This is an optimization exercise on Yosys and OpenROAD, whose aim is small area, a short achievable clock period and few clock cycles, not a production implementation. Only simulation tests tie the RTL to the original design; equivalence was not proved.

==> design/flow/design.v <==
module aes_sbox (input wire [7:0] x, output wire [7:0] y);
    wire T1, T2, T3, T4, T5, T7, T9, T11, T12, T13, T16, T18, T19, T21, T22, T27, F0, F1, F2, F3, F4, F5, F6, F7, F8, F9, F10, F11, F12, F13, F14, F15, F16, F17, F18, F19, F20, X0, X1, X2, X3, X4, X5, X6, X7, X8, X9, X10, X11, X12, X13, X14, X15, X16, X17, X18, X19, X20, X21, X22, X23, X24, X25, X26, X27, X28, Pa0, Pa1, Pa2, Po3, M20_l, M20_r, M20, Pa4, Pa5, Pa6, Po7, M21_l, M21_r, M21, Po8, Pa9, Pa10, Pa11, M22_l, M22_r, M22, Pa12, Po13, Pa14, Pa15, M23_l, M23_r, M23, Q0, Q1, Q2, Q3, R0_0, R0_1, Q4, Q5, Q6, Q7, R1_0, R1_1, Q8, Q9, Q10, Q11, R2_0, R2_1, Q12, Q13, Q14, Q15, R3_0, R3_1, Q16, Q17, Q18, Q19, R4_0, R4_1, Q20, Q21, Q22, Q23, R5_0, R5_1, Q24, Q25, Q26, Q27, R6_0, R6_1, Q28, Q29, Q30, Q31, R7_0, R7_1;
    wire E0, E1, E2, E3;
    wire U0 = x[7], U1 = x[6], U2 = x[5], U3 = x[4], U4 = x[3], U5 = x[2], U6 = x[1], U7 = x[0];
    cm_xor2 g_T1 (.a(U0), .b(U3), .y(T1));
    cm_xor2 g_T2 (.a(U0), .b(U5), .y(T2));
    cm_xor2 g_T3 (.a(U0), .b(U6), .y(T3));
    cm_xor2 g_T4 (.a(U3), .b(U5), .y(T4));
    cm_xor2 g_T5 (.a(U4), .b(U6), .y(T5));
    cm_xor2 g_T7 (.a(U1), .b(U2), .y(T7));
    cm_xor2 g_T9 (.a(U7), .b(T7), .y(T9));
    cm_xor2 g_T11 (.a(U1), .b(U5), .y(T11));
    cm_xor2 g_T12 (.a(U2), .b(U5), .y(T12));
    cm_xor2 g_T13 (.a(T3), .b(T4), .y(T13));
    cm_xor2 g_T16 (.a(T5), .b(T12), .y(T16));
    cm_xor2 g_T18 (.a(U3), .b(U7), .y(T18));
    cm_xor2 g_T19 (.a(T7), .b(T18), .y(T19));
    cm_xor2 g_T21 (.a(U6), .b(U7), .y(T21));
    cm_xor2 g_T22 (.a(T7), .b(T21), .y(T22));
    cm_xor2 g_T27 (.a(T1), .b(T12), .y(T27));
    cm_xor2 g_F0 (.a(U0), .b(U4), .y(F0));
    cm_xor2 g_F1 (.a(U1), .b(U4), .y(F1));
    cm_xor2 g_F2 (.a(U3), .b(F0), .y(F2));
    cm_xor2 g_F3 (.a(U3), .b(U4), .y(F3));
    cm_xor2 g_F4 (.a(T7), .b(F3), .y(F4));
    cm_xor2 g_F5 (.a(U0), .b(T4), .y(F5));
    cm_xor2 g_F6 (.a(F1), .b(T3), .y(F6));
    cm_xor2 g_F7 (.a(U2), .b(T5), .y(F7));
    cm_xor2 g_F8 (.a(T4), .b(U6), .y(F8));
    cm_xor2 g_F9 (.a(U2), .b(U3), .y(F9));
    cm_xor2 g_F10 (.a(U5), .b(U6), .y(F10));
    cm_xor2 g_F11 (.a(F9), .b(F10), .y(F11));
    cm_xor2 g_F12 (.a(F0), .b(U7), .y(F12));
    cm_xor2 g_F13 (.a(U0), .b(U1), .y(F13));
    cm_xor2 g_F14 (.a(U4), .b(U7), .y(F14));
    cm_xor2 g_F15 (.a(F13), .b(F14), .y(F15));
    cm_xor2 g_F16 (.a(T7), .b(F14), .y(F16));
    cm_xor2 g_F17 (.a(U5), .b(T18), .y(F17));
    cm_xor2 g_F18 (.a(U5), .b(F14), .y(F18));
    cm_xor2 g_F19 (.a(U1), .b(T21), .y(F19));
    cm_xor2 g_F20 (.a(T11), .b(T21), .y(F20));
    cm_xor2 g_X0 (.a(F1), .b(F2), .y(X0));
    cm_xor2 g_X1 (.a(T27), .b(F1), .y(X1));
    cm_xor2 g_X2 (.a(U7), .b(T13), .y(X2));
    cm_xor2 g_X3 (.a(F19), .b(F10), .y(X3));
    cm_xor2 g_X4 (.a(F19), .b(F11), .y(X4));
    cm_xor2 g_X5 (.a(T18), .b(T22), .y(X5));
    cm_xor2 g_X6 (.a(X5), .b(X1), .y(X6));
    cm_xor2 g_X7 (.a(X0), .b(T27), .y(X7));
    cm_xor2 g_X8 (.a(F6), .b(U7), .y(X8));
    cm_xor2 g_X9 (.a(T2), .b(T16), .y(X9));
    cm_xor2 g_X10 (.a(U2), .b(F20), .y(X10));
    cm_xor2 g_X11 (.a(T18), .b(X8), .y(X11));
    cm_xor2 g_X12 (.a(X0), .b(U0), .y(X12));
    cm_xor2 g_X13 (.a(T7), .b(F0), .y(X13));
    cm_xor2 g_X14 (.a(T27), .b(X12), .y(X14));
    cm_xor2 g_X15 (.a(T5), .b(F17), .y(X15));
    cm_xor2 g_X16 (.a(X3), .b(X9), .y(X16));
    cm_xor2 g_X17 (.a(T27), .b(F14), .y(X17));
    cm_xor2 g_X18 (.a(F11), .b(F1), .y(X18));
    cm_xor2 g_X19 (.a(X13), .b(F8), .y(X19));
    cm_xor2 g_X20 (.a(X2), .b(T2), .y(X20));
    cm_xor2 g_X21 (.a(F13), .b(T7), .y(X21));
    cm_xor2 g_X22 (.a(F19), .b(X7), .y(X22));
    cm_xor2 g_X23 (.a(U7), .b(X1), .y(X23));
    cm_xor2 g_X24 (.a(F7), .b(T19), .y(X24));
    cm_xor2 g_X25 (.a(X22), .b(X1), .y(X25));
    cm_xor2 g_X26 (.a(X3), .b(X15), .y(X26));
    cm_xor2 g_X27 (.a(F13), .b(T18), .y(X27));
    cm_xor2 g_X28 (.a(T21), .b(X18), .y(X28));
    cm_nand2 g_Pa0 (.a(T13), .b(F16), .y(Pa0));
    cm_nand2 g_Pa1 (.a(F4), .b(T4), .y(Pa1));
    cm_nand2 g_Pa2 (.a(U2), .b(F18), .y(Pa2));
    cm_nor2 g_Po3 (.a(F12), .b(F19), .y(Po3));
    cm_xor2 g_M20_l (.a(Pa0), .b(Pa1), .y(M20_l));
    cm_xor2 g_M20_r (.a(Pa2), .b(Po3), .y(M20_r));
    cm_xor2 g_M20 (.a(M20_l), .b(M20_r), .y(M20));
    cm_nand2 g_Pa4 (.a(F0), .b(T5), .y(Pa4));
    cm_nand2 g_Pa5 (.a(T1), .b(F11), .y(Pa5));
    cm_nand2 g_Pa6 (.a(U5), .b(U7), .y(Pa6));
    cm_nor2 g_Po7 (.a(T9), .b(F17), .y(Po7));
    cm_xor2 g_M21_l (.a(Pa4), .b(Pa5), .y(M21_l));
    cm_xor2 g_M21_r (.a(Pa6), .b(Po7), .y(M21_r));
    cm_xor2 g_M21 (.a(M21_l), .b(M21_r), .y(M21));
    cm_nor2 g_Po8 (.a(U6), .b(F15), .y(Po8));
    cm_nand2 g_Pa9 (.a(T1), .b(F1), .y(Pa9));
    cm_nand2 g_Pa10 (.a(F5), .b(F7), .y(Pa10));
    cm_nand2 g_Pa11 (.a(F2), .b(T4), .y(Pa11));
    cm_xor2 g_M22_l (.a(Po8), .b(Pa9), .y(M22_l));
    cm_xor2 g_M22_r (.a(Pa10), .b(Pa11), .y(M22_r));
    cm_xor2 g_M22 (.a(M22_l), .b(M22_r), .y(M22));
    cm_nand2 g_Pa12 (.a(T2), .b(F20), .y(Pa12));
    cm_nor2 g_Po13 (.a(F7), .b(T9), .y(Po13));
    cm_nand2 g_Pa14 (.a(T7), .b(U6), .y(Pa14));
    cm_nand2 g_Pa15 (.a(F6), .b(F8), .y(Pa15));
    cm_xor2 g_M23_l (.a(Pa12), .b(Po13), .y(M23_l));
    cm_xor2 g_M23_r (.a(Pa14), .b(Pa15), .y(M23_r));
    cm_xor2 g_M23 (.a(M23_l), .b(M23_r), .y(M23));
    cm_nand2 g_Q0 (.a(E0), .b(X12), .y(Q0));
    cm_nand2 g_Q1 (.a(E1), .b(X16), .y(Q1));
    cm_nand2 g_Q2 (.a(E2), .b(X13), .y(Q2));
    cm_nand2 g_Q3 (.a(E3), .b(X27), .y(Q3));
    cm_xor2 g_R0_0 (.a(Q0), .b(Q1), .y(R0_0));
    cm_xor2 g_R0_1 (.a(Q2), .b(Q3), .y(R0_1));
    cm_xor2 g_y7 (.a(R0_0), .b(R0_1), .y(y[7]));
    cm_nand2 g_Q4 (.a(E0), .b(X18), .y(Q4));
    cm_nand2 g_Q5 (.a(E1), .b(X21), .y(Q5));
    cm_nand2 g_Q6 (.a(E2), .b(X5), .y(Q6));
    cm_nand2 g_Q7 (.a(E3), .b(X0), .y(Q7));
    cm_xor2 g_R1_0 (.a(Q4), .b(Q5), .y(R1_0));
    cm_xor2 g_R1_1 (.a(Q6), .b(Q7), .y(R1_1));
    cm_xnor2 g_y6 (.a(R1_0), .b(R1_1), .y(y[6]));
    cm_nand2 g_Q8 (.a(E0), .b(X17), .y(Q8));
    cm_nand2 g_Q9 (.a(E1), .b(X1), .y(Q9));
    cm_nand2 g_Q10 (.a(E2), .b(X3), .y(Q10));
    cm_nand2 g_Q11 (.a(E3), .b(X14), .y(Q11));
    cm_xor2 g_R2_0 (.a(Q8), .b(Q9), .y(R2_0));
    cm_xor2 g_R2_1 (.a(Q10), .b(Q11), .y(R2_1));
    cm_xnor2 g_y5 (.a(R2_0), .b(R2_1), .y(y[5]));
    cm_nand2 g_Q12 (.a(E0), .b(X9), .y(Q12));
    cm_nand2 g_Q13 (.a(E1), .b(X24), .y(Q13));
    cm_nand2 g_Q14 (.a(E2), .b(F0), .y(Q14));
    cm_nand2 g_Q15 (.a(E3), .b(X7), .y(Q15));
    cm_xor2 g_R3_0 (.a(Q12), .b(Q13), .y(R3_0));
    cm_xor2 g_R3_1 (.a(Q14), .b(Q15), .y(R3_1));
    cm_xor2 g_y4 (.a(R3_0), .b(R3_1), .y(y[4]));
    cm_nand2 g_Q16 (.a(E0), .b(X8), .y(Q16));
    cm_nand2 g_Q17 (.a(E1), .b(X4), .y(Q17));
    cm_nand2 g_Q18 (.a(E2), .b(X20), .y(Q18));
    cm_nand2 g_Q19 (.a(E3), .b(X19), .y(Q19));
    cm_xor2 g_R4_0 (.a(Q16), .b(Q17), .y(R4_0));
    cm_xor2 g_R4_1 (.a(Q18), .b(Q19), .y(R4_1));
    cm_xor2 g_y3 (.a(R4_0), .b(R4_1), .y(y[3]));
    cm_nand2 g_Q20 (.a(E0), .b(X28), .y(Q20));
    cm_nand2 g_Q21 (.a(E1), .b(X2), .y(Q21));
    cm_nand2 g_Q22 (.a(E2), .b(X11), .y(Q22));
    cm_nand2 g_Q23 (.a(E3), .b(X22), .y(Q23));
    cm_xor2 g_R5_0 (.a(Q20), .b(Q21), .y(R5_0));
    cm_xor2 g_R5_1 (.a(Q22), .b(Q23), .y(R5_1));
    cm_xor2 g_y2 (.a(R5_0), .b(R5_1), .y(y[2]));
    cm_nand2 g_Q24 (.a(E0), .b(X23), .y(Q24));
    cm_nand2 g_Q25 (.a(E1), .b(X11), .y(Q25));
    cm_nand2 g_Q26 (.a(E2), .b(F9), .y(Q26));
    cm_nand2 g_Q27 (.a(E3), .b(X26), .y(Q27));
    cm_xor2 g_R6_0 (.a(Q24), .b(Q25), .y(R6_0));
    cm_xor2 g_R6_1 (.a(Q26), .b(Q27), .y(R6_1));
    cm_xnor2 g_y1 (.a(R6_0), .b(R6_1), .y(y[1]));
    cm_nand2 g_Q28 (.a(E0), .b(X10), .y(Q28));
    cm_nand2 g_Q29 (.a(E1), .b(X25), .y(Q29));
    cm_nand2 g_Q30 (.a(E2), .b(X15), .y(Q30));
    cm_nand2 g_Q31 (.a(E3), .b(X6), .y(Q31));
    cm_xor2 g_R7_0 (.a(Q28), .b(Q29), .y(R7_0));
    cm_xor2 g_R7_1 (.a(Q30), .b(Q31), .y(R7_1));
    cm_xnor2 g_y0 (.a(R7_0), .b(R7_1), .y(y[0]));
    aes_gf16_inv u_inv (.d({M20, M21, M22, M23}), .e({E0, E1, E2, E3}));
endmodule
module aes_gf16_inv (input wire [3:0] d, output wire [3:0] e);
    wire M20 = d[3], M21 = d[2], M22 = d[1], M23 = d[0];
    wire M24 = M22 ^ M23;
    wire M25 = M22 & M20;
    wire M26 = M21 ^ M25;
    wire M27 = M20 ^ M21;
    wire M28 = M23 ^ M25;
    wire M29 = M28 & M27;
    wire M30 = M26 & M24;
    wire M31 = M20 & M23;
    wire M32 = M27 & M31;
    wire M33 = M27 ^ M25;
    wire M34 = M21 & M22;
    wire M35 = M24 & M34;
    wire M36 = M24 ^ M25;
    wire M37 = M21 ^ M29;
    wire M38 = M32 ^ M33;
    wire M39 = M23 ^ M30;
    wire M40 = M35 ^ M36;
    assign e = {M37, M38, M39, M40};
endmodule
module cm_xor2 (input wire a, input wire b, output wire y);
    assign y = a ^ b;
endmodule
module cm_xnor2 (input wire a, input wire b, output wire y);
    assign y = ~(a ^ b);
endmodule
module cm_nand2 (input wire a, input wire b, output wire y);
    assign y = ~(a & b);
endmodule
module cm_nor2 (input wire a, input wire b, output wire y);
    assign y = ~(a | b);
endmodule
module cm_mux2i (input wire a, input wire b, input wire s, output wire y);
    assign y = ~(s ? b : a);
endmodule
module aes_round (
    input  wire [127:0] state_in,
    input  wire [127:0] round_key,
    output wire [127:0] shifted,      
    output wire [127:0] mixed_n       
);
    wire [127:0] sub;
    genvar i, j, b;
    generate
        for (i = 0; i < 16; i = i + 1) begin : g_sub
            aes_sbox u_sbox (.x(state_in[127 - 8*i -: 8]), .y(sub[127 - 8*i -: 8]));
        end
        for (i = 0; i < 16; i = i + 1) begin : g_shift
            assign shifted[127 - 8*i -: 8] = sub[127 - 8*(((i / 4 + i % 4) % 4) * 4 + i % 4) -: 8];
        end
        for (i = 0; i < 4; i = i + 1) begin : g_mix
            wire [7:0] a [0:3];
            wire [7:0] p [0:3];
            wire [7:0] x [0:3];
            wire [7:0] q [0:3];
            wire [7:0] k [0:3];
            for (j = 0; j < 4; j = j + 1) begin : g_byte
                assign a[j] = shifted[127 - 32*i - 8*j -: 8];
            end
            for (j = 0; j < 4; j = j + 1) begin : g_col
                for (b = 0; b < 8; b = b + 1) begin : g_bit
                    cm_xor2 u_p (.a(a[j][b]), .b(a[(j + 1) % 4][b]), .y(p[j][b]));
                end
                assign x[j][7] = p[j][6];
                assign x[j][6] = p[j][5];
                assign x[j][5] = p[j][4];
                cm_xor2 u_x4 (.a(p[j][3]), .b(p[j][7]), .y(x[j][4]));
                cm_xor2 u_x3 (.a(p[j][2]), .b(p[j][7]), .y(x[j][3]));
                assign x[j][2] = p[j][1];
                cm_xor2 u_x1 (.a(p[j][0]), .b(p[j][7]), .y(x[j][1]));
                assign x[j][0] = p[j][7];
            end
            for (j = 0; j < 4; j = j + 1) begin : g_out
                for (b = 0; b < 8; b = b + 1) begin : g_bit
                    cm_xor2  u_k (.a(a[(j + 1) % 4][b]), .b(round_key[127 - 32*i - 8*j - (7 - b)]), .y(k[j][b]));
                    cm_xor2  u_q (.a(k[j][b]), .b(p[(j + 2) % 4][b]), .y(q[j][b]));
                    cm_xnor2 u_o (.a(q[j][b]), .b(x[j][b]), .y(mixed_n[127 - 32*i - 8*j - (7 - b)]));
                end
            end
        end
    endgenerate
endmodule
module aes_key_step (
    input  wire [127:0] key_in,
    input  wire [7:0]   rcon,
    output wire [127:0] key_out
);
    wire [31:0] w0 = key_in[127:96];
    wire [31:0] w1 = key_in[95:64];
    wire [31:0] w2 = key_in[63:32];
    wire [31:0] w3 = key_in[31:0];
    wire [31:0] sw;
    aes_sbox u_s0 (.x(w3[23:16]), .y(sw[31:24]));
    aes_sbox u_s1 (.x(w3[15:8]),  .y(sw[23:16]));
    aes_sbox u_s2 (.x(w3[7:0]),   .y(sw[15:8]));
    aes_sbox u_s3 (.x(w3[31:24]), .y(sw[7:0]));
    wire [31:0] w0r = w0 ^ {rcon, 24'd0};
    wire [31:0] c12, c123, n0, n1, n2, n3;
    genvar i;
    generate
        for (i = 0; i < 32; i = i + 1) begin : g_x
            cm_xor2 u_c12  (.a(w1[i]),   .b(w2[i]), .y(c12[i]));
            cm_xor2 u_c123 (.a(c12[i]),  .b(w3[i]), .y(c123[i]));
            cm_xor2 u_n0   (.a(w0r[i]),  .b(sw[i]), .y(n0[i]));
            cm_xor2 u_n1   (.a(n0[i]),   .b(w1[i]), .y(n1[i]));
            cm_xor2 u_n2   (.a(n0[i]),   .b(c12[i]), .y(n2[i]));
            cm_xor2 u_n3   (.a(n0[i]),   .b(c123[i]), .y(n3[i]));
        end
    endgenerate
    assign key_out = {n0, n1, n2, n3};
endmodule
module dsl_cmac (
    input  wire         clk,
    input  wire         rst_n,         
    input  wire         key_load,
    input  wire [127:0] key,
    input  wire         in_valid,
    output wire         in_ready,
    input  wire [31:0]  in_data,
    input  wire         in_last,
    input  wire [1:0]   in_nbytes,     
    output reg          tag_valid,
    output wire [127:0] tag
);
    reg  [127:0] key_r;         
    reg          kz;            
    reg  [127:0] k1;            
    reg  [127:0] aes_st;        
    reg  [127:0] rk;            
    reg  [3:0]   rnd;           
    reg          kmode;         
    reg          waitx;         
    reg          cur_last;      
    reg  [127:0] buf_w;
    reg  [1:0]   bcnt;          
    reg          bfull;         
    reg          bpad;          
    reg          bpad80;        
    reg          blast;         
    reg          bwhole;        
    reg          bkey;          
    reg          c_mix;         
    reg          c_shift;       
    reg          c_hold;        
    reg          c_rk;          
    reg          c_buf;         
    reg          c_ks_key;      
    reg          c_ks_rk;       
    reg          c_kfin;        
    reg          c_kl;          
    reg  [7:0]   rcon;          
    assign in_ready = !bfull && !bpad;
    assign tag      = aes_st;
    wire take = in_valid && in_ready;
    wire [127:0] shifted, mixed_n;
    aes_round u_rd (.state_in(aes_st), .round_key(rk), .shifted(shifted), .mixed_n(mixed_n));
    wire [127:0] k2 = {k1[126:0], 1'b0} ^ (k1[127] ? 128'h87 : 128'h0);
    wire [127:0] bufop = buf_w ^ (blast ? (bwhole ? k1 : k2) : 128'h0);
    wire [127:0] opb = (c_rk ? rk : 128'h0) ^ (c_buf ? bufop : 128'h0);
    wire [127:0] oth = (c_shift ? shifted : 128'h0) | (c_hold ? aes_st : 128'h0);
    wire [127:0] oth_n, st_next;
    genvar gi;
    generate
        for (gi = 0; gi < 128; gi = gi + 1) begin : g_st
            cm_xnor2 u_x (.a(oth[gi]), .b(opb[gi]), .y(oth_n[gi]));
            cm_mux2i u_a (.a(oth_n[gi]), .b(mixed_n[gi]), .s(c_mix), .y(st_next[gi]));
        end
    endgenerate
    wire [127:0] rk_next;
    wire [127:0] ks_in = (c_ks_key ? key_r : 128'h0) | (c_ks_rk ? rk : 128'h0);
    aes_key_step u_ks (.key_in(ks_in), .rcon(rcon), .key_out(rk_next));
    wire [127:0] l_dbl = {aes_st[126:0], 1'b0} ^ (aes_st[127] ? 128'h87 : 128'h0);
    wire fin     = c_shift;     
    wire running = c_rk;        
    wire load    = c_buf;       
    wire restart = key_load || !rst_n;    
    reg  [3:0] n_rnd;
    reg        n_kz, n_kmode, n_waitx, n_cur_last;
    reg  [1:0] n_bcnt;
    reg        n_bfull, n_bpad, n_bpad80, n_blast, n_bwhole, n_bkey;
    always @* begin
        n_kz    = key_load ? 1'b0 : kz;
        n_kmode = load ? bkey : (fin ? 1'b0 : kmode);
        n_rnd   = load ? 4'd1 : ((fin || !running) ? 4'd0 : rnd + 4'd1);
        n_cur_last = load ? blast : cur_last;
        n_waitx = (fin && !cur_last && !kmode && !bfull) ? 1'b1 : (load ? 1'b0 : waitx);
        n_bcnt   = bcnt;
        n_bfull  = bfull;
        n_bpad   = bpad;
        n_bpad80 = bpad80;
        n_blast  = blast;
        n_bwhole = bwhole;
        n_bkey   = bkey;
        if (load) begin
            n_bfull = 1'b0;
            n_blast = 1'b0;
            n_bkey  = 1'b0;
        end else if (take || bpad) begin
            n_bcnt = bcnt + 2'd1;
            if (bcnt == 2'd3) begin
                n_bfull = 1'b1;
                n_bpad  = 1'b0;
            end else if (take && in_last) begin
                n_bpad = 1'b1;
            end
            n_bpad80 = take && in_last && (in_nbytes == 2'd3);
            if (take && in_last) begin
                n_blast  = 1'b1;
                n_bwhole = (bcnt == 2'd3) && (in_nbytes == 2'd3);
            end
        end
        if (restart) begin
            n_rnd = 4'd0;  n_kmode = 1'b0;  n_waitx = 1'b0;  n_cur_last = 1'b0;
            n_bcnt = 2'd0; n_bfull = 1'b0;  n_bpad = 1'b1;   n_bpad80 = 1'b0;
            n_blast = 1'b0; n_bkey = 1'b1;
        end
        if (!rst_n)
            n_kz = 1'b1;
    end
    wire n_fin     = (n_rnd == 4'd10);
    wire n_running = (n_rnd != 4'd0);
    wire n_ld_idle = !n_running && n_bfull && !c_kfin;
    wire n_ld_fin  = n_fin && !n_cur_last && !n_kmode && n_bfull;
    wire n_load    = n_ld_idle || n_ld_fin;
    reg  [7:0] n_rcon;
    always @* begin
        case (n_load ? 4'd1 : n_rnd + 4'd1)
            4'd1:  n_rcon = 8'h01;
            4'd2:  n_rcon = 8'h02;
            4'd3:  n_rcon = 8'h04;
            4'd4:  n_rcon = 8'h08;
            4'd5:  n_rcon = 8'h10;
            4'd6:  n_rcon = 8'h20;
            4'd7:  n_rcon = 8'h40;
            4'd8:  n_rcon = 8'h80;
            4'd9:  n_rcon = 8'h1b;
            4'd10: n_rcon = 8'h36;
            default: n_rcon = 8'h00;
        endcase
    end
    reg [31:0] wpad;            
    always @* begin
        wpad = in_data;
        if (bpad)
            wpad = {bpad80, 31'd0};
        else if (in_last) begin
            case (in_nbytes)
                2'd0: wpad = {in_data[31:24], 8'h80, 16'h0};
                2'd1: wpad = {in_data[31:16], 8'h80, 8'h0};
                2'd2: wpad = {in_data[31:8],  8'h80};
                default: wpad = in_data;
            endcase
        end
    end
    reg [31:0] kword;
    always @* begin
        case (bcnt)
            2'd0: kword = key_r[127:96];
            2'd1: kword = key_r[95:64];
            2'd2: kword = key_r[63:32];
            default: kword = key_r[31:0];
        endcase
        if (kz)
            kword = 32'd0;
    end
    always @(posedge clk) begin
        if (take || bpad)
            buf_w <= {buf_w[95:0], wpad ^ kword};
        aes_st <= st_next;
        rk     <= rk_next;
        if (c_kl)
            k1 <= l_dbl;
    end
    always @(posedge clk) begin
        rnd      <= n_rnd;
        kz       <= n_kz;
        kmode    <= n_kmode;
        waitx    <= n_waitx;
        cur_last <= n_cur_last;
        bcnt     <= n_bcnt;
        bfull    <= n_bfull;
        bpad     <= n_bpad;
        bpad80   <= n_bpad80;
        blast    <= n_blast;
        bwhole   <= n_bwhole;
        bkey     <= n_bkey;
        c_mix    <= n_running && !n_fin;
        c_shift  <= n_fin;
        c_hold   <= n_waitx && !n_running;
        c_rk     <= n_running;
        c_buf    <= n_load;
        c_ks_key <= n_load && !n_kz;
        c_ks_rk  <= !n_load;
        c_kfin   <= n_fin && n_kmode;
        c_kl     <= c_kfin && !restart;
        rcon     <= n_rcon;
        if (key_load)
            key_r <= key;
        if (!rst_n)
            tag_valid <= 1'b0;
        else
            tag_valid <= fin && cur_last && !kmode;
    end
endmodule
==> design/flow/flow/run.sh <==
#!/bin/bash
set -eu -o pipefail
bash standard.sh synth > synth.log 2>&1
bash standard.sh "BUFFER_PORTS_ARGS=-buffer_cell sky130_fd_sc_hd__buf_1" "SETUP_SLACK_MARGIN=5.4" finish > layout.log 2>&1
==> design/flow/standard.sh <==
#!/bin/bash
# synth_recipe.tcl (not shown) runs the flow's synth.tcl, then flattens the netlist and writes it again
# the make line also repeats each setting of config.mk as NAME=value (left out here)
make -C /OpenROAD-flow-scripts/flow DESIGN_CONFIG=/design/flow/config.mk WORK_HOME=/design/flow/orfs CLKGATE_MAP_FILE= SYNTH_SCRIPT=/design/flow/synth_recipe.tcl "${@:-finish}"
==> design/flow/config.mk <==
export PLATFORM = sky130hd
export DESIGN_NAME = dsl_cmac
export DESIGN_NICKNAME = dsl_cmac
export VERILOG_FILES = /design/flow/design.v
export SDC_FILE = /design/flow/constraint.sdc
export NUM_CORES = 8
export LEC_CHECK = 0
export CAP_MARGIN = 20
export CORE_MARGIN = 2
export CORE_UTILIZATION = 40
export CTS_BUF_LIST = sky130_fd_sc_hd__clkbuf_8 sky130_fd_sc_hd__clkbuf_16
export CTS_CLUSTER_DIAMETER = 100
export CTS_CLUSTER_SIZE = 20
export PLACE_DENSITY = 0.6
export SETUP_SLACK_MARGIN = 5.0
export SLEW_MARGIN = 20
export SYNTH_HIERARCHICAL = 1
export SYNTH_MINIMUM_KEEP_SIZE = 0
export TNS_END_PERCENT = 50
==> design/flow/constraint.sdc <==
create_clock -name core_clock -period 10.0 [get_ports {clk}]
set_input_delay 2.0000 -clock core_clock [delete_from_list [all_inputs] [get_ports {clk}]]
set_output_delay 2.0000 -clock core_clock [all_outputs]
set_load 0.01 [all_outputs]
==> run notes, run 1 <==
- Setup violations remaining at the end of the flow were counted as 0.
- The final worst-path setup slack is ~5.5 ns.
- The leading register cell type out of synthesis is sky130_fd_sc_hd__edfxtp_1.
- The proportion of layout cells with a drive suffix above 1 is between 10% and 20%.
- The clock reaches the later pin of the worst-skew pair after slightly below 0.7 ns.
- The most numerous cell in the Yosys netlist is sky130_fd_sc_hd__xor2_1.
- Entering global routing, the biggest net connects approximately 90 pins.
- The critical path endpoint category is a register.
- The area added between synthesis and finish is 14.4%.
- The first global-routing pass estimated just over 300000 um of wire.
- The die outline width is between 300 and 400 um.
- Along the worst hold path, the cell count comes to 0.
- The total wire length is between 200000 and 250000 um.
- The kind of critical path is reg -> reg.
- The die covers 157000 um2.
- The worst stage delay on the critical path is about 0.53 ns.
- The via count is between 40000 and 50000.
- During placement, the flow inserted port buffers numbering 296.
- The final standard cell utilization of the core is a little under half.
- The final critical path takes up between 40% and 50% of the cycle.
- The synthesized netlist net count is 6852.
- Headroom to the max-slew limit came out at approximately 28%.
- The largest delay contributor family on the critical path is XOR/XNOR gates.
- The worst min-delay path class is reg -> reg.
- During synthesis, Yosys emitted a total of 8 warnings.
- Ranked by instance count, the synthesized netlist is headed by sky130_fd_sc_hd__xor2_1, sky130_fd_sc_hd__nand2_1, sky130_fd_sc_hd__edfxtp_1, sky130_fd_sc_hd__xnor2_1, sky130_fd_sc_hd__dfxtp_1.
- The transition time of the tightest slew-check pin is roughly 1.1 ns.
- Buffers inserted to repair hold after CTS numbered 0.
- The worst setup path is launched from a register.
- Counting the fill cells in the layout gives approximately 14000.
- After detailed routing, the number of remaining DRC violations is 0.
- The cell area that synthesis handed to floorplanning was 61500 um2.
- For this run the aggregate overflow at the end of global routing stands at 0.
- Counting every instance in the synthesized netlist gives around 6700.
- The worst setup slack after placement is between 4 and 5 ns.
- The number of different library cells used by synthesis comes to 44.
- TritonCTS built the clock tree.
- Data on the critical path is required at its endpoint by 10.61 ns.
- In this run the most critical hold path is launched from buf_w[46].
- The share of synthesized area in the top cell type comes to about two fifths.
- The worst reg-to-reg setup slack is between 5 and 6 ns.
- The count of flip-flops with a built-in enable after synthesis is around 390.
- The number of cells after detailed placement is between 8000 and 9000.
- Of the synthesized area, sequential elements account for between 20% and 30%.
- The H-tree level count is 2.
- The overall routing resource usage is a little over a quarter.
- The post-CTS clock slew at the launch and capture registers of the worst setup and hold paths is approximately 0.090 ns.
- The count of endpoints failing hold in the final timing report was 0.
- The tightest hold path in the finished design has a slack of between 0.4 and 0.5 ns.
- Setup repair after global routing could not meet its margin everywhere.
- The number of buffers created by CTS is 43.
- The total iterations of the first detailed-routing run is 9.
- Counting both buffers and inverters, the worst setup path holds a total of 2.
- In this run the critical register-to-register path is launched from c_ks_rk.
- Counting along the longest clock path gives a buffer depth of 3.
- The flow ran to the end and the layout has no timing, DRC or antenna violations.
- The die extent in y is a little under 400 um.
- Static timing analysis puts the maximum clock frequency at ~220 MHz.
- In the routed layout, each cell is associated on average with a via count of about 5.3.
- The cell area after layout is 70300 um2.
- The count of nets left with antenna violations once routing finished came out at 0.
- The capture point of the worst reg-to-reg path is rk[85].
- After synthesis, the mean cell area works out to 9.21 um2.
- Counting cells, the worst reg-to-reg path comes to 15.
- Walking the worst path, the cells encountered are buf_16, a22o_4, xor2_1, xor2_1, nand2_1, xor2_1, xor2_2, buf_4, nor4b_1, a211o_1, nand2_1, xor2_1, xnor2_1, xor2_2, xor2_1.
- The data arrival time at the worst-slack endpoint is 5.14 ns.
- The count of placed standard cells in the final layout, fillers left out is slightly below 9000.
- The initial utilization of the core area, before any placement, comes to 40.4%.
- The routed design could run at a clock period as short as ~4.5 ns.
- For this block, the initial DRC count from the detailed router was ~4700.
- Summed over all instances, the cell type with the most area after synthesis is sky130_fd_sc_hd__xor2_1.
- Once detailed placement completed, the half-perimeter wirelength came to ~170000 um.
- The proportion of register bits with asynchronous set or reset after synthesis is 0%.
- The clock drives 674 sinks.
- The root buffer cell is sky130_fd_sc_hd__clkbuf_16.
- The net total in the final layout is 7000.
- The via count of the first global-routing pass is roughly 45000.
- The slowest stage cell on the critical path is sky130_fd_sc_hd__dfxtp_4.
- Of all nets on the critical path, the largest fanout is 75.
- Pin placement for this block handled around 300 I/O pins.
- The path with the worst hold slack has its endpoint at buf_w[78].
- The maximum clock skew at final layout is 0.0754 ns.
- The flop and latch count out of synthesis is 674.
- The initial antenna violation count is 10.
- In this run the cell area measured after placement is 63400 um2.
- The total area inside the core boundary comes to about 150000 um2.
- The dominant cell type by count on the critical path is sky130_fd_sc_hd__xor2_1.
- The number of max-cap violations is 0.
- Yosys attributes the largest share of cell area to sky130_fd_sc_hd__xor2_1, sky130_fd_sc_hd__edfxtp_1, sky130_fd_sc_hd__dfxtp_1.
- The weighted congestion at the end of routability-driven global placement is around 0.97.
- The final sum of negative setup slack is 0 ns.
- The count of final max-slew check failures is 0.
- The routed wirelength normalized by instance count is 24.3 um.
- The initialized floorplan defines 143 standard-cell rows.
## worst reg2reg max path: cells and delay by family (launching register included)
kind                   cells  cell delay, ns
AND/OR/NAND/NOR            3            0.57
flip-flops                 1            0.53
XOR/XNOR                   8            2.21
buffers and inverters      2            0.51
AO/OA/AOI/OAI              2            0.66
## kinds of logic after synthesis
kind of cell / Yosys count / share of synthesized area, %
xor gates and xnor gates: 3249 / 46.3
and+or+nand+nor: 1662 / 11.1
DFF: 674 / 28.2
AOI/OAI and AO/OA: 447 / 6.13
buffers and inverters: 374 / 3.81
muxes: 255 / 4.15
adders and majority gates: 12 / 0.244
## layout by cell type (no fill, tap or decap), drive strengths merged, types with 41 or more instances in the layout
| cell type | instances |
|---|---|
| a22o | 256 |
| edfxtp | 385 |
| xnor2 | 377 |
| buf | 465 |
| xor2 | 2872 |
| clkbuf | 47 |
| a21oi | 41 |
| dfxtp | 289 |
| nor2 | 289 |
| nor2b | 85 |
| mux2i | 255 |
| nand2 | 1175 |
## how the worst max path moves through the flow
stage | from | to | slack [ns] | depth (start not counted)
after floorplan | in_valid | buf_w[0] | 5.49 | 2
after global placement | aes_st[112] | aes_st[25] | 4.31 | 14
after detailed placement | c_ks_key | rk[94] | 4.25 | 15
after CTS | aes_st[40] | aes_st[107] | 5.32 | 14
after global routing | c_ks_key | rk[91] | 5.32 | 16
final | c_ks_rk | rk[85] | 5.47 | 15
## flip-flops by register name (all words and copies together) (netlist names), 2 cells and up
signal,count
aes_st,128
rnd,4
buf_w,128
rk,128
rcon,8
k1,128
bcnt,2
key_r,128
## metal layers
layer	vias to the layer above	GRT usage [%]	wire (um)
li1	21461	-	-
met1	23222	35.1	89100
met2	1950	42.8	100000
met3	344	3.32	16000
met4	0	11.8	11100
met5	-	0	0
## modules after synthesis, one instance, submodules excluded, a selection
module / area (um2) / cells inside
cm_xor2: 8.76 / 1
aes_gf16_inv: 149 / 19
dsl_cmac: 28000 / 2277
aes_key_step: 70.1 / 8
cm_xnor2: 8.76 / 1
cm_mux2i: 10.0 / 1
cm_nand2: 3.75 / 1
cm_nor2: 3.75 / 1
## area by class of cell
| type | count | area (um2) | area share [%] |
|---|---|---|---|
| multi-input combinational | 5625 | 46000 | 65.5 |
| sequential | 674 | 17600 | 25.0 |
| timing repair buffer | 465 | 2690 | 3.83 |
| tap | 2030 | 2540 | 3.61 |
| clock buffer | 47 | 1150 | 1.64 |
| clock inverter | 32 | 240 | 0.342 |
| inverter | 12 | 51.3 | 0.0730 |
| antenna | 2 | 5.00 | 0.00712 |
## timing repair
item	in CTS	in global routing
endpoints found under the setup margin	256	257
endpoints found under the hold margin	0	0
setup buffers	27	72
resized for setup	440	283
pin swaps	15	50
Testbench counts, summed over its fixed seeds: cycles 77,502.
==> inputs of run 2 (changes only) <==
==> design/flow/flow/run.sh (replaced) <==
#!/bin/bash
set -eu -o pipefail
bash standard.sh synth > synth.log 2>&1
bash standard.sh "BUFFER_PORTS_ARGS=-buffer_cell sky130_fd_sc_hd__buf_1" "SETUP_SLACK_MARGIN=5.6" finish > layout.log 2>&1
==> run 2 against run 1 <==
Compared with the run above:
- non-clock buffer count is 72 higher
- fmax is 4.7% higher
- count of clock-buffer cells in the layout is 4 lower
- hold slack better by 0.011 ns
- flip-flop and latch count stayed put
- synthesized cell count stayed put
- die area stayed put
- clock skew is 0.010 ns higher
==> run notes, run 2 <==
- The via count of the first global-routing pass was 45149.
- Dividing the detail-routed wire length by the instance count gives 24.4 um.
- The finished cells cover 72200 um2.
- The total wire length is about 220000 um.
- The worst setup slack after placement is 4.18 ns.
- The most numerous cell in the Yosys netlist is sky130_fd_sc_hd__xor2_1.
- The synthesized design devotes to its leading area cell type 40.9% of total area.
- For this run, the register share of the synthesized area comes to 28.2%.
- Across every metal layer, demand over resource in global routing totals about a quarter.
- The initial antenna violation count was 5.
- Traced cell by cell, the critical path runs through a22o_1, xor2_2, xor2_1, nand2_1, xor2_1, xor2_2, nor2b_1, o32a_2, nand2_1, xor2_1, xor2_1, xor2_2, xor2_1.
- Summed over all failing endpoints, the final setup total negative slack is 0 ns.
- The worst setup path is captured at a register.
- The worst path uses roughly 43% of the clock period.
- For the worst setup path, the data required time is ~11 ns.
- Synthesis produced ~6700 cells.
- The worst register-to-register path ends at rk[71].
- After detailed routing, the number of remaining DRC violations is 0.
- The net total in the final layout is 7075.
- The root buffer cell is sky130_fd_sc_hd__clkbuf_16.
- The leading register cell type out of synthesis is sky130_fd_sc_hd__edfxtp_1.
- The worst stage delay on the critical path is between 0.6 and 0.7 ns.
- After global routing the overflow that remains totals 0.
- The count of buffers added on input and output ports is 296.
- The cell area after placement is around 63000 um2.
- Setup repair after global routing could not meet its margin everywhere.
- The count of different cell masters after synthesis is 44.
- The pin count of the biggest net entering global routing is a little under 80.
- The synthesized design spends more area on one cell type than any other, namely sky130_fd_sc_hd__xor2_1.
- The count of endpoints failing hold in the final timing report is 0.
- The yosys synthesis warning count is 8.
- The number of buffers inserted for hold repair after clock tree synthesis is 0.
- The timing-limited maximum frequency is around 230 MHz.
- The worst slew slack as a fraction of its limit is between 20% and 30%.
- Cells with a size suffix above 1 make up between 10% and 20% of the layout.
- The via count is between 40000 and 50000.
- By startpoint and endpoint, the worst setup path is classified as reg -> reg.
- The die extent in y is about 400 um.
- A synthesized cell averages 9.21 um2.
- The critical path starts at rk[27].
- Counting flops with a built-in enable in the synthesized netlist gives between 300 and 400.
- The cell area that synthesis handed to floorplanning was between 60000 and 70000 um2.
- The setup-violating endpoint count in the final report is 0.
- In the layout the commonest cells are sky130_fd_sc_hd__xor2_1, sky130_fd_sc_hd__nand2_1, sky130_fd_sc_hd__edfxtp_1.
- The global-route wire length before repair is a little over 300000 um.
- The later pin in the worst-skew pair is clocked with a latency of between 0.7 and 0.8 ns.
- The time the worst path needs with I/O delays and setup is around 4.3 ns.
- In this run, CTS created clock tree buffers numbering 43.
- By instance count, the cell type seen most on the critical path is sky130_fd_sc_hd__xor2_1.
- Between clock sinks in the finished design, the worst skew comes to 0.0856 ns.
- The slowest stage of the critical path belongs to the cell sky130_fd_sc_hd__dfxtp_1.
- The clock passes through at most 3 buffers.
- The count of cells along the worst hold path is 0.
- The area added between synthesis and finish is 17.5%.
- The full die area is ~160000 um2.
- The number of nets in the synthesized netlist is 6852.
- In this run, the number of DRC markers left after iteration 0 of detailed routing was a little under 5000.
- The proportion of register bits with asynchronous set or reset after synthesis is 0%.
- The worst hold endpoint is buf_w[67].
- After legalization and detailed placement, the total HPWL measured 169000 um.
- The worst reg-to-reg setup slack is 5.68 ns.
- Leaving out fill and tap cells, the most frequent cell in the layout is sky130_fd_sc_hd__xor2_1.
- The tool flagged a number of max-cap violations equal to 0.
- The antenna diode count is 0.
- The commonest cells after synthesis are sky130_fd_sc_hd__xor2_1, sky130_fd_sc_hd__nand2_1, sky130_fd_sc_hd__edfxtp_1, sky130_fd_sc_hd__xnor2_1, sky130_fd_sc_hd__dfxtp_1.
- The worst min-delay path class is reg -> reg.
- STA classifies the critical path startpoint as a register.
- The count of final max-slew check failures is 0.
- After synthesis, the cell types taking the most area are sky130_fd_sc_hd__xor2_1, sky130_fd_sc_hd__edfxtp_1, sky130_fd_sc_hd__dfxtp_1.
- Routability-driven placement finished with a final weighted congestion of about 0.98.
- In this run, synthesis produced a sequential element count of around 670.
- The worst hold path begins at buf_w[35].
- The final worst-path setup slack is 5.68 ns.
- Data on the critical path arrives at its endpoint at around 5 ns.
- The H-tree level count is 2.
- The die outline width is about 400 um.
- The maximum fanout along the worst path is 8.
- The remaining number of nets flagged by the antenna check after routing is 0.
- The first detailed-routing pass took 9 iterations.
- The flow ran to the end and the layout has no timing, DRC or antenna violations.
- The floorplan row count is roughly 140.
- The launch point of the worst reg-to-reg path is rk[27].
- During I/O placement, the number of pins put on the boundary was 297.
- The number of cells on the worst reg-to-reg path is 13.
- The starting density of the core is about two fifths.
- TritonCTS built the clock tree.
- The ratio of routed vias to standard cells is between 5 and 6.
- The core box area is ~150000 um2.
- The clock net sink count is 674.
- Clock-pin slew was measured on the worst setup and hold paths at ~0.090 ns.
- Once layout is complete, the utilization of the core stands at 47.4%.
- For the pin with the worst max-slew slack, the measured transition is between 1 and 1.5 ns.
-- run 2: critical path, delay by kind of cell, from the launching register on --
kind | cells | cell delay [ns]
xor gates and xnor gates | 8 | 2.25
AOI/OAI and AO/OA | 2 | 1.00
and+or+nand+nor | 3 | 0.34
DFF | 1 | 0.66
-- run 2: logic make-up (layout without fill, tap and decap cells) --
| family | Yosys count | in the layout | share of synthesized area (%) |
|---|---|---|---|
| flops | 674 | 674 | 28.2 |
| mux | 255 | 255 | 4.15 |
| simple gates | 1662 | 1662 | 11.1 |
| buf+inv | 374 | 629 | 3.81 |
| compound gates | 447 | 447 | 6.13 |
| xor+xnor | 3249 | 3252 | 46.3 |
| fa+ha+maj | 12 | 12 | 0.244 |
-- run 2: modules after synthesis, one instance, submodules excluded, a selection --
module | flops+latches | cells
cm_nand2 | 0 | 1
cm_xor2 | 0 | 1
aes_gf16_inv | 0 | 19
dsl_cmac | 674 | 2277
cm_mux2i | 0 | 1
cm_xnor2 | 0 | 1
-- run 2: worst max-delay path by stage --
stage                             to  slack, ns  depth (start not counted)
after floorplan             buf_w[0]       5.56                          2
after global placement         rk[0]       4.24                         14
after detailed placement      rk[87]       4.18                         14
after CTS                 aes_st[58]       5.51                         14
after global routing      aes_st[18]       5.49                         14
final                         rk[71]       5.68                         13
-- run 2: layout make-up --
class	instances	area, um2
fillers	14240	80100
multi-input cells	5628	47100
flip-flops and latches	674	17700
repair buffers	537	3440
well taps	2030	2540
clock buffers	43	1080
clock inverters	37	268
inverters	12	51.3
-- run 2: through the flow --
step / cells / hold slack, ns
finish: 8961 / 0.467
global route: 8961 / 0.495
detailed placement: 8700 / 0.447
global placement: 8700 / 0.437
CTS: 8838 / 0.462
floorplan: 6673 / 0.430
-- run 2: per-layer routing --
layer	up-vias	GRT usage, %	wire length, um
met5	-	0	0
met4	0	12.4	11400
met3	386	3.51	16100
met2	1958	42.6	101000
met1	23444	35.3	90000
li1	21609	-	-
-- run 2: repair_timing --
action,4_1_cts,5_1_grt
pin swaps,36,75
setup buffers,57,119
resized for setup,590,343
gates cloned,1,4
setup endpoints to repair,257,258
==> inputs of run 3 (changes only) <==
==> design/flow/flow/run.sh (replaced) <==
#!/bin/bash
set -eu -o pipefail
bash standard.sh synth > synth.log 2>&1
bash standard.sh "BUFFER_PORTS_ARGS=-buffer_cell sky130_fd_sc_hd__buf_1" "SETUP_SLACK_MARGIN=5.8" finish > layout.log 2>&1
==> run 3 against run 2 <==
Compared with the run above:
- cell count grew 3.9%
- highest routed layer unchanged
- register-to-register slack better by 0.09 ns
- count of clock-buffer cells in the layout did not move
- synthesized cell count is the same
- sequential share of layout area decreased by 1.7 points
- flip-flop and latch count is the same
- via count is 4.8% higher
- utilization is 3.7 points higher
- setup slack gained 0.089 ns
==> run notes, run 3 <==
- Wires add up to around 230000 um.
- The remaining number of nets flagged by the antenna check after routing is 0.
- The filler cell count is between 10000 and 15000.
- The number of I/O port buffers is 296.
- In the post-synthesis netlist, the biggest area contributors are sky130_fd_sc_hd__xor2_1, sky130_fd_sc_hd__edfxtp_1, sky130_fd_sc_hd__dfxtp_1.
- The sequential element share of the synthesized area is 28.2%.
- The I/O pin count is between 200 and 300.
- In the final timing run, aggregate negative setup slack is 0 ns.
- The leading register cell type out of synthesis is sky130_fd_sc_hd__edfxtp_1.
- The pin count of the biggest net entering global routing is slightly below 80.
- In the routed layout, each cell is associated on average with a via count of roughly 5.3.
- For the worst setup path, the data required time is between 10 and 15 ns.
- The sequential cells in the finished layout cover a total of roughly 18000 um2.
- The count of final max-slew check failures is 0.
- The residual overflow from global routing is 0.
- The count of mapped cells out of synthesis is 6673.
- The routed wirelength normalized by instance count is between 20 and 25 um.
- The total iterations of the first detailed-routing run is 8.
- The synthesized design devotes to its leading area cell type 40.9% of total area.
- Ranked by instance count, the synthesized netlist is headed by sky130_fd_sc_hd__xor2_1, sky130_fd_sc_hd__nand2_1, sky130_fd_sc_hd__edfxtp_1, sky130_fd_sc_hd__xnor2_1, sky130_fd_sc_hd__dfxtp_1.
- The smallest clock period supported by the final layout is computed as approximately 4.2 ns.
- The yosys synthesis warning count is 8.
- The most numerous cell in the Yosys netlist is sky130_fd_sc_hd__xor2_1.
- The cell area after placement is about 63000 um2.
- The half-perimeter wire length after detailed placement is roughly 170000 um.
- The initial antenna violation count is 3.
- The post-route netlist has a little over a fifth of its cells at a drive strength greater than 1.
- The H-tree level count is 2.
- Yosys mapped a number of flops with a built-in enable equal to about 390.
- In the final layout, the multi-input gates occupy between 40000 and 50000 um2.
- The part of the cycle the worst path needs is around 42%.
- In the layout the commonest cells are sky130_fd_sc_hd__xor2_1, sky130_fd_sc_hd__nand2_1, sky130_fd_sc_hd__buf_4.
- The startpoint type of the worst setup path is a register.
- The data arrival time at the worst-slack endpoint is around 4.8 ns.
- The maximum fanout along the worst path is 9.
- Static timing analysis puts the maximum clock frequency at about 240 MHz.
- The root buffer cell is sky130_fd_sc_hd__clkbuf_16.
- The net total in the final layout is approximately 7400.
- The worst slew slack as a fraction of its limit is around 23%.
- The via count is 49660.
- Setup repair after global routing could not meet its margin everywhere.
- The netlist uses between 40 and 50 different library cells.
- In this run the cell area of the synthesized design comes to around 60000 um2.
- The via count of the first global-routing pass is ~46000.
- TritonCTS built the clock tree.
- The core box area is around 150000 um2.
- The cell area after layout is just under 80000 um2.
- The setup-violating endpoint count in the final report is 0.
- The post-CTS clock slew at the launch and capture registers of the worst setup and hold paths is 0.09 ns.
- The flop and latch count out of synthesis is around 670.
- The weighted congestion at the end of routability-driven global placement is between 0.9 and 1.
- The synthesized netlist net count is 6852.
- The count of endpoints failing hold in the final timing report was 0.
- The proportion of register bits with asynchronous set or reset after synthesis is 0%.
- The run finished with no timing, DRC or antenna violations.
- The worst min-delay path class is reg -> reg.
- The detailed router finished its first iteration with around 5600 violations.
- For the pin with the worst max-slew slack, the measured transition is 1.16 ns.
- The maximum root-to-sink buffer count is 3.
- Measured along the x axis, the die boundary spans just under 400 um.
- The overall routing resource usage is about 27%.
- Across the routed clock network, the largest skew measured is 0.0819 ns.
- The area added between synthesis and finish is 26.7%.
- The number of buffers created by CTS is between 40 and 50.
- The critical path endpoint category is a register.
- For this run, design rule violations remaining after detail routing come to 0.
- The smallest hold slack is between 0.4 and 0.5 ns.
- At the later pin of the worst-skew pair, clock insertion delay measures 0.70 ns.
- The initialized floorplan defines between 100 and 150 standard-cell rows.
- The mean cell area of the mapped netlist is 9.21 um2.
- For this design, the sink count on the clock tree is about 670.
- The synthesized design spends more area on one cell type than any other, namely sky130_fd_sc_hd__xor2_1.
- The first global-routing pass estimated between 300000 and 400000 um of wire.
- The kind of critical path is reg -> reg.
- The die is 396 um tall.
- The die covers 157000 um2.
- The tool flagged a number of max-cap violations equal to 0.
- The library cell used most frequently in the layout, excluding fill and tap cells, is sky130_fd_sc_hd__xor2_1.
- The initial utilization of the core area, before any placement, comes to just over 40%.
-- run 3: cell counts after synthesis --
No cell type changed its count.
-- run 3: kinds of logic (layout without fill, tap and decap cells) --
kind of cell / count (synthesis) / count (layout) / synth area share (%)
other: 0 / 1 / 0
muxes: 255 / 255 / 4.15
xor gates and xnor gates: 3249 / 3262 / 46.3
AOI/OAI and AO/OA: 447 / 448 / 6.13
DFF: 674 / 674 / 28.2
adders and majority gates: 12 / 12 / 0.244
and+or+nand+nor: 1662 / 1662 / 11.1
buffers and inverters: 374 / 967 / 3.81
-- run 3: modules after synthesis (local to each module, per instance), excerpt --
module | copies in the design | cells | flip-flops and latches
dsl_cmac | 1 | 2277 | 674
cm_xnor2 | 336 | 1 | 0
cm_nor2 | 80 | 1 | 0
cm_xor2 | 2584 | 1 | 0
cm_mux2i | 128 | 1 | 0
aes_gf16_inv | 20 | 19 | 0
cm_nand2 | 880 | 1 | 0
aes_key_step | 1 | 8 | 0
-- run 3: final cells by class --
cell class | instances | share of cell area (%)
well taps | 2030 | 3.26
clock buffers | 43 | 1.38
clock inverters | 37 | 0.344
diodes | 1 | 0.00321
inverters | 12 | 0.0659
flip-flops and latches | 674 | 22.9
multi-input cells | 5639 | 63.9
repair buffers | 875 | 8.17
-- run 3: path summary, 6_finish.rpt --
| check | startpoint | endpoint | slack, ns | cells past startpoint |
|---|---|---|---|---|
| max | aes_st[100] | aes_st[85] | 5.77 | 14 |
| min | buf_w[39] | buf_w[71] | 0.46 | 0 |
| max reg2reg | aes_st[100] | aes_st[85] | 5.77 | 14 |
| min reg2reg | buf_w[39] | buf_w[71] | 0.46 | 0 |
-- run 3: what timing repair did --
item                                    4_1_cts  5_1_grt
buffers inserted                            117      395
endpoints found under the setup margin      258      258
resized for setup                           793      489
cloned                                        3       15
pin swaps                                    75      221
hold buffers                                  0        0
-- run 3: worst max-delay path, stage by stage, from the launching register on --
cell and delay [ns]:
sky130_fd_sc_hd__dfxtp_4 0.50, sky130_fd_sc_hd__xor2_4 0.28, sky130_fd_sc_hd__xor2_1 0.34, sky130_fd_sc_hd__nor2_1 0.13, sky130_fd_sc_hd__xor2_1 0.32, sky130_fd_sc_hd__xor2_2 0.38, sky130_fd_sc_hd__xor2_1 0.19, sky130_fd_sc_hd__o22a_2 0.28
sky130_fd_sc_hd__nand2_1 0.10, sky130_fd_sc_hd__xor2_1 0.18, sky130_fd_sc_hd__xnor2_2 0.47, sky130_fd_sc_hd__xor2_1 0.43, sky130_fd_sc_hd__xor2_1 0.21, sky130_fd_sc_hd__xnor2_1 0.17, sky130_fd_sc_hd__mux2i_1 0.11
-- run 3: routing by layer --
layer / vias to the layer above / routed length (um) / GRT usage, %
met4: 0 / 13400 / 12.4
met3: 483 / 17100 / 3.15
met5: - / 0 / 0
met1: 24769 / 92300 / 35.9
met2: 2224 / 106000 / 43.5
li1: 22184 / - / -
-- run 3: stage by stage --
step / std cells / util (%) / worst slack [ns]
final: 9311 / 51.1 / 5.77
after global routing: 9310 / 51.1 / 5.63
after CTS: 8900 / 46.5 / 5.67
after detailed placement: 8700 / 41.6 / 4.18
after global placement: 8700 / 41.6 / 4.24
after floorplan: 6673 / - / 5.56
==> inputs of run 4 (changes only) <==
==> design/flow/flow/run.sh (replaced) <==
#!/bin/bash
set -eu -o pipefail
SETUP_MARGIN=${SETUP_MARGIN:-5.5}
bash standard.sh synth > synth.log 2>&1
bash standard.sh "BUFFER_PORTS_ARGS=-buffer_cell sky130_fd_sc_hd__buf_1" \
  "SETUP_SLACK_MARGIN=$SETUP_MARGIN" finish > layout.log 2>&1
==> run 4 against run 3 <==
Compared with the run above:
- still clean
- synthesized cell count unchanged
- hold slack got worse by 0.0016 ns
- cell count is 4.4% lower
- count of clock-buffer cells in the layout unchanged
- via count decreased by 5.2%
- clock skew shrank 0.033 ns
- fmax decreased by 5.7%
- first-iteration DRC count decreased by 15%
- cell area decreased by 9.1%
- critical path depth is 1 lower
- critical endpoint is now rk[7]
==> run notes, run 4 <==
- The final sum of negative setup slack is 0 ns.
- The clock arrives with slightly below 0.05 ns of skew.
- The count of different cell masters after synthesis is 44.
- In this run the number of H-tree levels came out at 2.
- The starting density of the core is around two fifths.
- Compared with the post-synthesis result, the final layout area differs by 15.2%.
- From bottom edge to top edge, the die measures between 300 and 400 um.
- The via count is around 47000.
- The leading register cell type out of synthesis is sky130_fd_sc_hd__edfxtp_1.
- For the worst setup path, the data required time is about 11 ns.
- The die covers 157000 um2.
- The net total in the final layout is between 7000 and 8000.
- The flop and latch count out of synthesis is between 600 and 700.
- In the routed design, unresolved DRC markers number 0.
- The kind of critical path is reg -> reg.
- The count of flip-flops with a built-in enable after synthesis is 385.
- The violation count after the first detailed-routing iteration is between 4000 and 5000.
- Setup violations remaining at the end of the flow were counted as 0.
- The remaining number of nets flagged by the antenna check after routing is 0.
- The first global-routing pass estimated ~310000 um of wire.
- The finished cells cover 70800 um2.
- The residual overflow from global routing is 0.
- Based on the critical path, the design can be clocked at up to approximately 220 MHz.
- The total wire length is about 220000 um.
- The pin count of the biggest net entering global routing is 131.
- The number of buffers created by CTS is between 40 and 50.
- At the end of the flow the core is filled with cells to between 40 and 50%.
- The die is between 300 and 400 um wide.
- slightly below 300 I/O pins were placed.
- The min-delay analysis places its worst path in the category reg -> reg.
- The clock latency of the later-clocked register in the worst-skew pair is roughly 0.67 ns.
- The overall routing resource usage is 26.6%.
- The mean cell area of the mapped netlist is just over 9 um2.
- The cell type with the highest aggregate area in the netlist is sky130_fd_sc_hd__xor2_1.
- In the layout the commonest cells are sky130_fd_sc_hd__xor2_1, sky130_fd_sc_hd__nand2_1, sky130_fd_sc_hd__edfxtp_1.
- The count of endpoints failing hold in the final timing report came to 0.
- The count of final max-slew check failures is 0.
- The worst setup path is launched from a register.
- For this run, asynchronously set or reset flops after synthesis account for 0%.
- The area share of the leading cell type in the synthesized netlist is around 41%.
- The maximum fanout along the worst path is 9.
- The post-CTS clock slew at the launch and capture registers of the worst setup and hold paths is 0.09 ns.
- The cell area after placement is around 63000 um2.
- Ranked by instance count, the synthesized netlist is headed by sky130_fd_sc_hd__xor2_1, sky130_fd_sc_hd__nand2_1, sky130_fd_sc_hd__edfxtp_1, sky130_fd_sc_hd__xnor2_1, sky130_fd_sc_hd__dfxtp_1.
- The routed wirelength normalized by instance count is approximately 24 um.
- The TritonCTS clock tree is done.
- In this run the tool buffered the top-level ports with approximately 300 buffer cells.
- In the post-synthesis netlist, the cell with the most instances is sky130_fd_sc_hd__xor2_1.
- The flow ran to the end and the layout has no timing, DRC or antenna violations.
- The initialized floorplan defines roughly 140 standard-cell rows.
- Setup repair after global routing could not meet its margin everywhere.
- The transition time of the tightest slew-check pin is 1.09 ns.
- The half-perimeter wire length after detailed placement is ~170000 um.
- The count of mapped cells out of synthesis is 6673.
- The maximum root-to-sink buffer count is 3.
- The initial antenna violation count was 5.
- The via count of the first global-routing pass was ~45000.
- The time the worst path needs with I/O delays and setup is roughly 4.5 ns.
- For this run, the number of Yosys warnings is 8.
- The total iterations of the first detailed-routing run is 6.
- After clock tree synthesis, the flow added hold-fix buffers numbering 0.
- The library cell used most frequently in the layout, excluding fill and tap cells, is sky130_fd_sc_hd__xor2_1.
- The core box area is approximately 150000 um2.
- The sequential element share of the synthesized area is roughly 28%.
- Yosys attributes the largest share of cell area to sky130_fd_sc_hd__xor2_1, sky130_fd_sc_hd__edfxtp_1, sky130_fd_sc_hd__dfxtp_1.
- For the worst setup path, the data arrival time is 5.06 ns.
- The worst pin sits at a relative slew slack of between 20% and 30%.
- The tool flagged a number of max-cap violations equal to 0.
- The weighted congestion at the end of routability-driven global placement is ~0.96.
- The summed instance area of the synthesized netlist is approximately 61000 um2.
- The root buffer cell is sky130_fd_sc_hd__clkbuf_16.
- The proportion of layout cells with a drive suffix above 1 is a little over an eighth.
- The synthesized netlist net count is 6852.
- The smallest hold slack is around 0.46 ns.
- The critical path endpoint category is a register.
- The clock net sink count is about 670.
- The ratio of routed vias to standard cells is 5.29.
- The part of the cycle the worst path needs is ~45%.
[run 4: cell counts after synthesis]
Identical to the previous run, type by type.
[run 4: worst paths after layout]
check,from,end,slack (ns),cells past startpoint
worst max-delay path,rk[26],rk[7],5.51,13
worst min-delay path,bkey,bkey,0.46,1
worst max register to register,rk[26],rk[7],5.51,13
worst min register to register,bkey,bkey,0.46,1
[run 4: per-stage QoR]
stage               worst slack, ns  std cells
CTS                            5.41       8819
global route                   5.42       8900
finish                         5.51       8902
global placement               4.34       8703
detailed placement             4.29       8703
floorplan                      5.54       6673
[run 4: area by class of cell]
| cell class | instances | area, um2 |
|---|---|---|
| Inverter | 12 | 51.3 |
| Clock buffer | 43 | 1050 |
| Antenna cell | 2 | 5.00 |
| Multi-Input combinational cell | 5627 | 46400 |
| Fill cell | 14247 | 81500 |
| Timing Repair Buffer | 481 | 2890 |
| Clock inverter | 33 | 204 |
| Tap cell | 2030 | 2540 |
| Sequential cell | 674 | 17700 |
[run 4: worst max-delay path: stages, from the launching register on]
cell and delay [ns]:
sky130_fd_sc_hd__dfxtp_1 0.64, sky130_fd_sc_hd__a22o_2 0.44, sky130_fd_sc_hd__xor2_2 0.33, sky130_fd_sc_hd__xor2_1 0.33
sky130_fd_sc_hd__nand2_1 0.11, sky130_fd_sc_hd__xor2_1 0.28, sky130_fd_sc_hd__xor2_2 0.35, sky130_fd_sc_hd__nor2b_1 0.23
sky130_fd_sc_hd__o32a_1 0.40, sky130_fd_sc_hd__nand2_1 0.12, sky130_fd_sc_hd__xor2_1 0.19, sky130_fd_sc_hd__xor2_1 0.47
sky130_fd_sc_hd__xor2_2 0.35, sky130_fd_sc_hd__xor2_1 0.18
[run 4: routing by layer]
layer / track usage, % / wire, um / up-vias
met5: 0 / 0 / -
met2: 42.8 / 99400 / 1937
met3: 3.31 / 16100 / 385
li1: - / - / 21505
met4: 12.5 / 12000 / 0
met1: 35.3 / 89300 / 23227
[run 4: cells by family after synthesis]
kind of cell               after synthesis  synth area share [%]
buffers and inverters                  374                  3.81
muxes                                  255                  4.15
and+or+nand+nor                       1662                  11.1
AOI/OAI and AO/OA                      447                  6.13
xor gates and xnor gates              3249                  46.3
adders and majority gates               12                 0.244
DFF                                    674                  28.2
[run 4: repair_timing]
item	CTS	global route
pin swaps	21	52
resized for setup	487	326
buffers inserted	40	79
endpoints found under the setup margin	258	258
cloned	0	2
[run 4: Yosys stat by module (local to each module, per instance), a selection]
| module | area, um2 | flip-flops and latches |
|---|---|---|
| aes_key_step | 70.1 | 0 |
| dsl_cmac | 28000 | 674 |
| cm_nor2 | 3.75 | 0 |
| cm_mux2i | 10.0 | 0 |
| cm_xnor2 | 8.76 | 0 |
| cm_nand2 | 3.75 | 0 |
| aes_gf16_inv | 149 | 0 |
| cm_xor2 | 8.76 | 0 |
==> inputs of run 5 (changes only) <==
==> design/flow/flow/run.sh (replaced) <==
#!/bin/bash
set -eu -o pipefail
SETUP_MARGIN=${SETUP_MARGIN:-5.6}
bash standard.sh synth > synth.log 2>&1
bash standard.sh "BUFFER_PORTS_ARGS=-buffer_cell sky130_fd_sc_hd__buf_1" \
  "SETUP_SLACK_MARGIN=$SETUP_MARGIN" finish > layout.log 2>&1
--- a/design/flow/config.mk
+++ b/design/flow/config.mk
@@ -11,7 +11,7 @@
 export CTS_BUF_LIST = sky130_fd_sc_hd__clkbuf_8 sky130_fd_sc_hd__clkbuf_16
 export CTS_CLUSTER_DIAMETER = 100
 export CTS_CLUSTER_SIZE = 20
-export PLACE_DENSITY = 0.6
+export PLACE_DENSITY = 0.55
 export SETUP_SLACK_MARGIN = 5.0
 export SLEW_MARGIN = 20
 export SYNTH_HIERARCHICAL = 1
==> run 5 against run 4 <==
Compared with the run above:
- hold slack got worse by 0.0028 ns
- synthesized cell count unchanged
- setup slack improved by 0.20 ns
- count of clock-buffer cells in the layout increased by 6
- cell count increased by 0.92%
- critical path type unchanged
- critical endpoint is now aes_st[84]
- largest cell class unchanged
==> run notes, run 5 <==
- The amount of wire on met3 after detailed routing is 12800 um.
- The initial antenna violation count came to 7.
- The final worst-path setup slack is 5.71 ns.
- The I/O pin count is 297.
- After synthesis, flip-flops and latches occupy 28.2% of the total area.
- By area the synthesized netlist is led by sky130_fd_sc_hd__xor2_1, sky130_fd_sc_hd__edfxtp_1, sky130_fd_sc_hd__dfxtp_1.
- The H-tree level count is 2.
- The run finished with no timing, DRC or antenna violations.
- Measured against its own limit, the worst slew margin works out to 18.4%.
- The via count of the first global-routing pass is around 45000.
- The remaining number of nets flagged by the antenna check after routing is 0.
- Dividing the detail-routed via count by the number of cells gives 5.25.
- Yosys mapped a number of flops with a built-in enable equal to just under 400.
- The weighted congestion at the end of routability-driven global placement is between 0.9 and 1.
- The starting density of the core is between 40% and 50%.
- The worst register-to-register path has a setup slack of between 5 and 6 ns.
- STA puts the critical path data required time at 10.52 ns.
- The capture point of the worst reg-to-reg path is aes_st[84].
- Measured along the x axis, the die boundary spans 396 um.
- Measured in cells, the most critical reg-to-reg path has a length of 15.
- The first global-routing pass estimated 314000 um of wire.
- The violation count after the first detailed-routing iteration is between 4000 and 5000.
- The routed length on met2 is 102000 um.
==> run 5: cell types whose count changed in the layout (fill, tap and decap cells not counted), moves of 10 or more <==
| cell | change |
|---|---|
| sky130_fd_sc_hd__buf_4 | +72 |
| sky130_fd_sc_hd__a211o_1 | -10 |
| sky130_fd_sc_hd__a211o_2 | +10 |
| sky130_fd_sc_hd__xor2_1 | -34 |
| sky130_fd_sc_hd__dfxtp_4 | +26 |
| sky130_fd_sc_hd__xor2_4 | +32 |
| sky130_fd_sc_hd__dfxtp_2 | -33 |
==> run 5: what timing repair did <==
item	CTS	global route
resized for setup	557	381
setup endpoints to repair	258	258
setup buffers	71	110
pin swaps	43	84
cloned	0	5
==> run 5: worst min-delay path by stage <==
stage | cells past startpoint | from | to
after global routing | 0 | aes_st[72] | k1[73]
final | 0 | aes_st[72] | k1[73]
after CTS | 0 | aes_st[72] | k1[73]
after global placement | 0 | aes_st[78] | k1[79]
after detailed placement | 0 | aes_st[72] | k1[73]
after floorplan | 1 | c_kfin | c_kl
==> run 5: Yosys stat by module (local to each module, per instance), a selection <==
module	flops+latches	copies in the design	cell area, um2	cells
aes_key_step	0	1	70.1	8
cm_mux2i	0	128	10.0	1
aes_gf16_inv	0	20	149	19
cm_xnor2	0	336	8.76	1
cm_nor2	0	80	3.75	1
cm_xor2	0	2584	8.76	1
dsl_cmac	674	1	28000	2277
cm_nand2	0	880	3.75	1
==> run 5: stage by stage <==
stage	util [%]	area [um2]	cells	hold WS (ns)
6_report	47.5	72400	8984	0.460
2_1_floorplan	-	61500	6673	0.430
3_3_place_gp	41.7	63500	8717	0.412
5_1_grt	47.5	72400	8984	0.464
4_1_cts	45.3	69000	8869	0.436
3_5_place_dp	41.7	63500	8717	0.414
==> run 5: metal layers <==
metal	track usage, %	vias to the layer above
met5	0	-
met4	12.2	4
met3	2.61	381
met2	43.9	1699
met1	36.2	23378
li1	-	21671
==> run 5: cell families (layout without fill, tap and decap cells) <==
logic type / count (synthesis) / count (layout) / synth area share, %
buffers and inverters: 374 / 651 / 3.81
XOR/XNOR: 3249 / 3253 / 46.3
adder cells (fa/ha/maj): 12 / 12 / 0.244
AO/OA/AOI/OAI: 447 / 447 / 6.13
multiplexers: 255 / 255 / 4.15
AND/OR/NAND/NOR: 1662 / 1662 / 11.1
flip-flops: 674 / 674 / 28.2
==> run 5: critical path, cell delays in order, from the launching register on <==
cell	delay [ns]
sky130_fd_sc_hd__dfxtp_2	0.55
sky130_fd_sc_hd__xor2_2	0.34
sky130_fd_sc_hd__xor2_2	0.32
sky130_fd_sc_hd__nor2_1	0.12
sky130_fd_sc_hd__xor2_1	0.25
sky130_fd_sc_hd__xor2_2	0.32
sky130_fd_sc_hd__xor2_1	0.21
sky130_fd_sc_hd__o22a_1	0.33
sky130_fd_sc_hd__nand2_1	0.11
sky130_fd_sc_hd__xor2_1	0.32
sky130_fd_sc_hd__xor2_4	0.19
sky130_fd_sc_hd__buf_12	0.14
sky130_fd_sc_hd__xor2_1	0.44
sky130_fd_sc_hd__xor2_1	0.25
sky130_fd_sc_hd__xnor2_1	0.15
sky130_fd_sc_hd__mux2i_1	0.08
==> run 5: layout make-up <==
class	count	area (um2)	share of cell area (%)
clock inverters	32	200	0.277
clock buffers	49	1200	1.66
repair buffers	558	3490	4.82
multi-input cells	5629	47200	65.2
inverters	12	51.3	0.0709
flip-flops and latches	674	17700	24.5
well taps	2030	2540	3.51

[what the ideal ports hide]
The flow's constraints put no driver on any port. The routed layouts listed below were extracted and timed again, unchanged, in two steps. Step 1, drivers: a clkbuf_16 drives clk and a buf_2 each remaining input, both assumed. Step 2 adds t to the input delays and takes it off the output delays; t is the mean of the earliest and latest rising clock arrival at the registers after step 1. Input paths then give back, and output paths get back, about the clock's delay inside the block. a / b / c = ideal ports / drivers / drivers and shift; a / b = the first two.
| run | shift t [ns] | slack for setup (ns) | worst setup path at the end | slew at the worst register clock pin (ns) | cell pins on the clock port's net |
|---|---|---|---|---|---|
| run 1 | 0.728 | 5.472 / 5.472 / 4.908 | input to register | 0.09 / 0.09 | 1 |
| run 2 | 0.747 | 5.676 / 5.676 / 5.072 | input to register | 0.10 / 0.10 | 1 |
| run 3 | 0.742 | 5.765 / 5.765 / 5.158 | input to register | 0.10 / 0.10 | 1 |
| run 4 | 0.724 | 5.509 / 5.509 / 5.143 | input to register | 0.10 / 0.10 | 1 |
| run 5 | 0.722 | 5.709 / 5.709 / 5.146 | input to register | 0.10 / 0.10 | 1 |
After both steps setup and hold are still met in every run listed. The setup slack of run 3, which loses most, moves by 0.000 ns with the drivers and by -0.607 ns with both steps.
